This is an optimization exercise on Yosys and OpenROAD, whose aim is small area, a short achievable clock period and few clock cycles per item, not a production implementation.
In this exercise RTL edits were held to simulation tests only and were not proved equivalent to the original.
Power is estimated from default activity; no workload was simulated.

### config.mk
export PLATFORM = sky130hd
export DESIGN_NAME = pdec_unit
export DESIGN_NICKNAME = pdec_unit
export VERILOG_FILES = /design/flow/design.v
export SDC_FILE = /design/flow/constraint.sdc
export NUM_CORES = 4
export LEC_CHECK = 0
export CAP_MARGIN = 20
export CORE_MARGIN = 2
export CORE_UTILIZATION = 40
export PLACE_DENSITY = 0.6
export SLEW_MARGIN = 20
### constraint.sdc
create_clock -name core_clock -period 30.0 [get_ports {clk}]
set_input_delay 6.0000 -clock core_clock [delete_from_list [all_inputs] [get_ports {clk}]]
set_output_delay 6.0000 -clock core_clock [all_outputs]
set_load 0.01 [all_outputs]
### design.v
module bcd_add #(
    parameter N = 16
) (
    input  wire [4*N-1:0] x,
    input  wire [4*N-1:0] y,
    input  wire           cin,
    output reg  [4*N-1:0] s,
    output reg            cout
);
    integer i;
    reg [4:0] t;
    reg       c;
    always @* begin
        c = cin;
        s = {4*N{1'b0}};
        for (i = 0; i < N; i = i + 1) begin
            t = {1'b0, x[4*i +: 4]} + {1'b0, y[4*i +: 4]} + {4'd0, c};
            if (t > 5'd9) begin
                s[4*i +: 4] = t[3:0] + 4'd6;
                c = 1'b1;
            end else begin
                s[4*i +: 4] = t[3:0];
                c = 1'b0;
            end
        end
        cout = c;
    end
endmodule
module pdec_unit (
    input  wire        clk,
    input  wire        rst,        
    input  wire        start,      
    input  wire [2:0]  op,
    input  wire [2:0]  rel,        
    input  wire [63:0] s,
    input  wire [63:0] u,
    input  wire [4:0]  smap,       
    input  wire [3:0]  oplus,      
    input  wire [3:0]  ominus,     
    output wire        ready,
    output reg         done,       
    output reg  [63:0] result,
    output reg         dx,         
    output reg         ovf         
);
    localparam [2:0] OP_ADD = 3'd0, OP_SUB = 3'd1, OP_CMP = 3'd2, OP_CVB = 3'd3, OP_CVD = 3'd4;
    localparam [2:0] S_IDLE = 3'd0, S_CHK = 3'd1, S_ADD = 3'd2, S_NEG = 3'd3,
                     S_CVB = 3'd4, S_CVD = 3'd5, S_FIN = 3'd6;
    reg [2:0] state;
    reg [2:0]  r_op, r_rel;
    reg [63:0] r_s, r_u;
    reg [4:0]  r_smap;
    reg [3:0]  r_oplus, r_ominus;
    reg        sa, sb, eff_sub;    
    reg [63:0] sum;                
    reg        sum_neg;
    reg [63:0] acc;                
    reg [79:0] bcd;                
    reg [6:0]  cnt;
    assign ready = (state == S_IDLE);
    reg s_bad_digit, u_bad_digit;
    integer i;
    always @* begin
        s_bad_digit = 1'b0;
        u_bad_digit = 1'b0;
        for (i = 1; i < 16; i = i + 1) begin
            if (r_s[4*i +: 4] > 4'd9) s_bad_digit = 1'b1;
            if (r_u[4*i +: 4] > 4'd9) u_bad_digit = 1'b1;
        end
    end
    reg [1:0] s_sign, u_sign;
    wire [3:0] s_code = r_s[3:0] - 4'hA;
    wire [3:0] u_code = r_u[3:0] - 4'hA;
    always @* begin
        if (r_s[3:0] < 4'hA)       s_sign = 2'b10;
        else if (r_s[3:0] == 4'hF) s_sign = 2'b00;
        else                       s_sign = {1'b0, r_smap[s_code[2:0]]};
        if (r_u[3:0] < 4'hA)       u_sign = 2'b10;
        else if (r_u[3:0] == 4'hF) u_sign = 2'b00;
        else                       u_sign = {1'b0, r_smap[u_code[2:0]]};
    end
    wire       two_ops = (r_op == OP_ADD) || (r_op == OP_SUB) || (r_op == OP_CMP);
    wire       bad = (r_op != OP_CVD) &&
                     (s_bad_digit || s_sign[1] || (two_ops && (u_bad_digit || u_sign[1])));
    reg [59:0] u_nines, sum_nines;
    always @* begin
        for (i = 0; i < 15; i = i + 1) begin
            u_nines[4*i +: 4]   = 4'd9 - r_u[4*i+4 +: 4];
            sum_nines[4*i +: 4] = 4'd9 - sum[4*i +: 4];
        end
    end
    wire [63:0] add_s;
    wire        add_c;
    bcd_add #(.N(16)) u_add (
        .x({4'd0, r_s[63:4]}),
        .y(eff_sub ? {4'd0, u_nines} : {4'd0, r_u[63:4]}),
        .cin(eff_sub),
        .s(add_s),
        .cout(add_c)
    );
    wire [59:0] neg_s;
    wire        neg_c;
    bcd_add #(.N(15)) u_neg (.x(sum_nines), .y(60'd0), .cin(1'b1), .s(neg_s), .cout(neg_c));
    reg [79:0] bcd_adj;
    always @* begin
        for (i = 0; i < 20; i = i + 1)
            bcd_adj[4*i +: 4] = (bcd[4*i +: 4] >= 4'd5) ? bcd[4*i +: 4] + 4'd3 : bcd[4*i +: 4];
    end
    wire        sum_zero = (sum == 64'd0);
    wire        rel_eq = sum_zero;
    wire        rel_lt = !sum_zero && sum_neg;
    reg         rel_true;
    always @* begin
        case (r_rel)
            3'd0: rel_true = rel_eq;
            3'd1: rel_true = !rel_eq;
            3'd2: rel_true = rel_lt;
            3'd3: rel_true = rel_lt || rel_eq;
            3'd4: rel_true = !rel_lt && !rel_eq;
            3'd5: rel_true = !rel_lt;
            default: rel_true = 1'b0;
        endcase
    end
    always @(posedge clk) begin
        if (rst) begin
            state <= S_IDLE;
            done  <= 1'b0;
        end else begin
            done <= 1'b0;
            case (state)
                S_IDLE: begin
                    if (start) begin
                        r_op     <= op;
                        r_rel    <= rel;
                        r_s      <= s;
                        r_u      <= u;
                        r_smap   <= smap;
                        r_oplus  <= oplus;
                        r_ominus <= ominus;
                        state    <= S_CHK;
                    end
                end
                S_CHK: begin
                    if (bad) begin
                        result <= 64'd0;
                        dx     <= 1'b1;
                        ovf    <= 1'b0;
                        done   <= 1'b1;
                        state  <= S_IDLE;
                    end else begin
                        sa      <= s_sign[0];
                        sb      <= u_sign[0] ^ (r_op != OP_ADD);
                        eff_sub <= s_sign[0] ^ u_sign[0] ^ (r_op != OP_ADD);
                        acc     <= 64'd0;
                        bcd     <= 80'd0;
                        cnt     <= 7'd0;
                        case (r_op)
                            OP_CVB: state <= S_CVB;
                            OP_CVD: begin
                                acc   <= r_s[63] ? -r_s : r_s;
                                state <= S_CVD;
                            end
                            default: state <= S_ADD;
                        endcase
                    end
                end
                S_ADD: begin
                    if (!eff_sub) begin
                        sum     <= add_s;
                        sum_neg <= sa;
                        state   <= S_FIN;
                    end else if (add_s[63:60] != 4'd0) begin
                        sum     <= {4'd0, add_s[59:0]};
                        sum_neg <= sa;
                        state   <= S_FIN;
                    end else begin
                        sum     <= add_s;
                        sum_neg <= sb;
                        state   <= S_NEG;
                    end
                end
                S_NEG: begin
                    sum   <= {4'd0, neg_s};
                    state <= S_FIN;
                end
                S_CVB: begin
                    acc <= acc * 64'd10 + {60'd0, r_s[63 - 4*cnt -: 4]};
                    cnt <= cnt + 7'd1;
                    if (cnt == 7'd14)
                        state <= S_FIN;
                end
                S_CVD: begin
                    bcd <= {bcd_adj[78:0], acc[63]};
                    acc <= {acc[62:0], 1'b0};
                    cnt <= cnt + 7'd1;
                    if (cnt == 7'd63)
                        state <= S_FIN;
                end
                S_FIN: begin
                    dx <= 1'b0;
                    case (r_op)
                        OP_CMP: begin
                            result <= {63'd0, rel_true};
                            ovf    <= 1'b0;
                        end
                        OP_CVB: begin
                            result <= sa ? -acc : acc;
                            ovf    <= 1'b0;
                        end
                        OP_CVD: begin
                            result <= {bcd[59:0], r_s[63] ? r_ominus : r_oplus};
                            ovf    <= (bcd[79:60] != 20'd0);
                        end
                        default: begin
                            result <= {sum[59:0], (sum_neg && !sum_zero) ? r_ominus : r_oplus};
                            ovf    <= (sum[63:60] != 4'd0);
                        end
                    endcase
                    done  <= 1'b1;
                    state <= S_IDLE;
                end
                default: state <= S_IDLE;
            endcase
        end
    end
endmodule
### run.sh
#!/bin/bash
# synth_recipe.tcl (not shown) runs the flow's synth.tcl, then flattens the netlist and writes it again
# the make line also repeats each setting of config.mk as NAME=value (left out here)
make -C /OpenROAD-flow-scripts/flow DESIGN_CONFIG=/design/flow/config.mk WORK_HOME=/design/flow/orfs CLKGATE_MAP_FILE= SYNTH_SCRIPT=/design/flow/synth_recipe.tcl finish
==> reports/metrics.csv <==
stage,metric,value,unit
yosys,Async SR Flop Fraction,0,
placement,placed inst area,39100,um2
final_layout,area grow syn2layout,14.0,%
route,post-DR vias/cell,5.85,
placement,Worst Setup Slack post-DPL,-0.239,ns
die,die height,303,um
final_layout,Final #Nets,4470,
timing,Clock Skews,0.0303,ns
yosys,Synth Net Count,4330,
worst_setup_path,kind of cell adding the most delay to the critical path,adder cells,
run_status,status,"complete, no violations",
yosys,Yosys cell types,106,
route,DRT iter0 DRCs,3079,
power_and_ir_drop,peak supply drop,0.0369,mV
timing,Slew @ Worst Pin,1.08,ns
global_routing,GRT Total Usage,0.251,
power_and_ir_drop,leakage power,15.3,nW
worst_setup_path,CP max stage delay,0.45,ns
timing,"Period Utilization, post-route",0.955,
route,DRC,0,
min_path,Hold Path Class,reg2reg,
clock_tree,H-tree depth,2,
global_routing,initial antenna violation count,2,
worst_setup_path,arrival time at the worst endpoint,29.16,ns
route,TritonRoute pass-1 iters,6,
route,drt total wl,118000,um
global_routing,wire length of the first global-routing pass,175000,um
die,width of the die,303,um
yosys,cell count after synthesis,3792,
die,# rows,109,
yosys,top post-synthesis cells by count,"edfxtp_1, nand2_1, ha_1, nor2_1, a21oi_1",
yosys,mapped cell area,35900,um2
worst_setup_path,"Max FO, Critical Path",4,
final_layout,Util after Layout,0.461,
global_routing,grt total ovfl,0,
worst_setup_path,CP Launch Type,flip-flop,
yosys,syn avg cell area,9.46,um2
final_layout,diode count,0,
die,die area,92100,um2
yosys,Synth top area share,0.359,
clock_tree,Clock Latency Late Sink,0.60,ns
timing,fmax,34.9,MHz
clock_tree,Max Root-Sink Buffers,3,
die,initial core utilization,0.405,
yosys,most frequent cell after synthesis,edfxtp_1,
global_routing,vias in the first global route,28000,
placement,Final HPWL DP,92900,um
yosys,"EDFF count, synth",429,
die,core area,88600,um2
worst_setup_path,CP required,30.52,ns
worst_setup_path,Worst Path Buf+Inv,2,
clock_tree,CTS tree,built,
power_and_ir_drop,P per Cell Area,48.2,nW/um2
placement,PortBufs,217,
yosys,largest area contributor in the netlist,edfxtp_1,
final_layout,Finished Cell Area,40900,um2
route,DRT antenna net count,0,
clock_tree,Worst-path clk slew,0.07,ns
timing,Min Hold Slack,0.551,ns
global_routing,largest net degree at the start of global routing,75,
yosys,register area share after synthesis,0.361,
worst_setup_path,most frequent CP cell,fa_1,
clock_tree,clock tree root buffer cell,clkbuf_16,
final_layout,layout cells sized above 1,0.0638,
placement,placer congestion estimate,0.931,
worst_setup_path,Slowest cell on crit path,fa_1,
worst_setup_path,critical path type,reg2reg,
yosys,synth top area cells,"edfxtp_1, ha_1, xnor2_1, a21oi_1, nand2_1",
clock_tree,count of hold-fix buffers inserted at cts,0,
timing,"Hold Violations, Final",0,
yosys,Yosys reg bits,433,
worst_setup_path,Setup crit end kind,flip-flop,
timing,Tmin final,28.64,ns
yosys,yosys warns,3,
timing,"Setup violations, final",0,
clock_tree,CTS Buf Count,49,
route,DR vias,30000,
die,Top Ports,218,
clock_tree,clk sinks,433,
flow_run,max cap viols,0,
route,drt wl/cell,23.0,um
yosys,Post-synth top flop,edfxtp_1,
timing,Final Max Slew Viols,0,
timing,"crit path setup slack, layout",1.36,ns
timing,normalized max-slew margin,0.276,
==> through the flow <==
step	power (mW)	std cells	TNS, ns
global placement	1.33	5041	0
finish	1.97	5132	0
CTS	1.96	5127	0
global route	2.06	5132	-0.212
floorplan	1.16	3792	0
detailed placement	1.33	5041	-0.371
==> registers in the layout, summed over array words and instances, names as in the netlist, 3 cells and up <==
register and cells:
bcd 80, result 64, sum 61, state 3, r_op 3, r_rel 3
r_s 64, r_smap 5, acc 64, r_ominus 4, r_oplus 4, cnt 7
r_u 64
==> cells by family after synthesis <==
group / count (synthesis) / synth area share
compound gates: 945 / 0.170
flops: 433 / 0.361
xor+xnor: 431 / 0.105
buf+inv: 359 / 0.0396
mux: 68 / 0.0248
fa+ha+maj: 388 / 0.142
simple gates: 1168 / 0.157
==> placed cells by master, fill, tap and decap left out, drive strengths merged, types with 15 or more instances in the layout <==
master         Yosys  routed
edfxtp           429     429
nand2            382     382
ha               357     357
nor2             299     299
a21oi            290     290
xnor2            272     272
o21ai            227     227
clkdlybuf4s50      0     217
inv              196     199
xor2             159     159
nand3             89      89
nor3              76      76
nand2b            68      68
a22oi             58      58
clkbuf           123      52
a21o              51      51
nand4             50      50
a31oi             41      41
nor4              41      41
o31ai             40      40
mux2              38      38
o22ai             36      36
o221ai            34      34
buf               38      33
fa                31      31
or3               31      31
o21a              22      22
and2              22      22
and3              20      20
o211ai            19      19
clkinv             2      19
a221o             18      18
or2               18      18
mux2i             17      17
or4               17      17
o41ai             17      17
a32oi             16      16
nor2b             16      16
a211oi            15      15
==> final cells by class <==
| cell class | instances | area [um2] |
|---|---|---|
| Clock buffer | 52 | 1240 |
| Clock inverter | 34 | 389 |
| Fill cell | 8482 | 47800 |
| Inverter | 198 | 743 |
| Multi-Input combinational cell | 3000 | 21700 |
| Sequential cell | 433 | 13000 |
| Tap cell | 1165 | 1460 |
| Timing Repair Buffer | 250 | 2420 |
==> metal layers <==
layer	routed length, um	GRT usage
met1	52300	0.354
met2	50800	0.381
met3	10500	0.0545
met4	4370	0.0847
met5	84	0.00518
==> worst paths after layout <==
check	start	end	slack, ns	depth (start not counted)
max	r_u[5]	state[0]	1.36	102
min	sb	sum_neg	0.55	1
max reg2reg	r_u[5]	state[0]	1.36	102
min reg2reg	sb	sum_neg	0.55	1
==> timing repair <==
item                       in CTS  in global routing
pin swaps                       0                  2
resized for setup               2                 14
buffers inserted                0                  5
setup endpoints to repair       6                  7
==> where the power goes <==
part	total, mW	switching (mW)	internal [mW]
registers	0.752	0.0407	0.711
logic	0.593	0.349	0.244
clock network	0.624	0.263	0.361
total	1.97	0.653	1.32
Testbench counts, summed over its fixed seeds: cycles 154,916, ops 8,000.

static timing again, ports no longer ideal:
No port has a modelled driver above. Below, the same layout with a new extraction and two added sets of constraints. Step 1 sets driving cells, clkbuf_16 on the clock port and buf_2 on the other inputs (assumed; they add their load-dependent delay and slew). Step 2 times the ports against the registers' clock, not the clock port: input delays grow and output delays shrink by t, the midpoint of the rising clock arrivals with the driver on. Three values: ideal ports, drivers, drivers and shift; two values: the first two.
shift t [ns]: 0.648
setup slack, ns: 1.359 / 1.359 / 1.359
worst slew at a driven data input, ns: 0.07
After both steps setup and hold are still met in this run. The setup slack of this run moves by 0.000 ns with the drivers and by 0.000 ns with both steps.
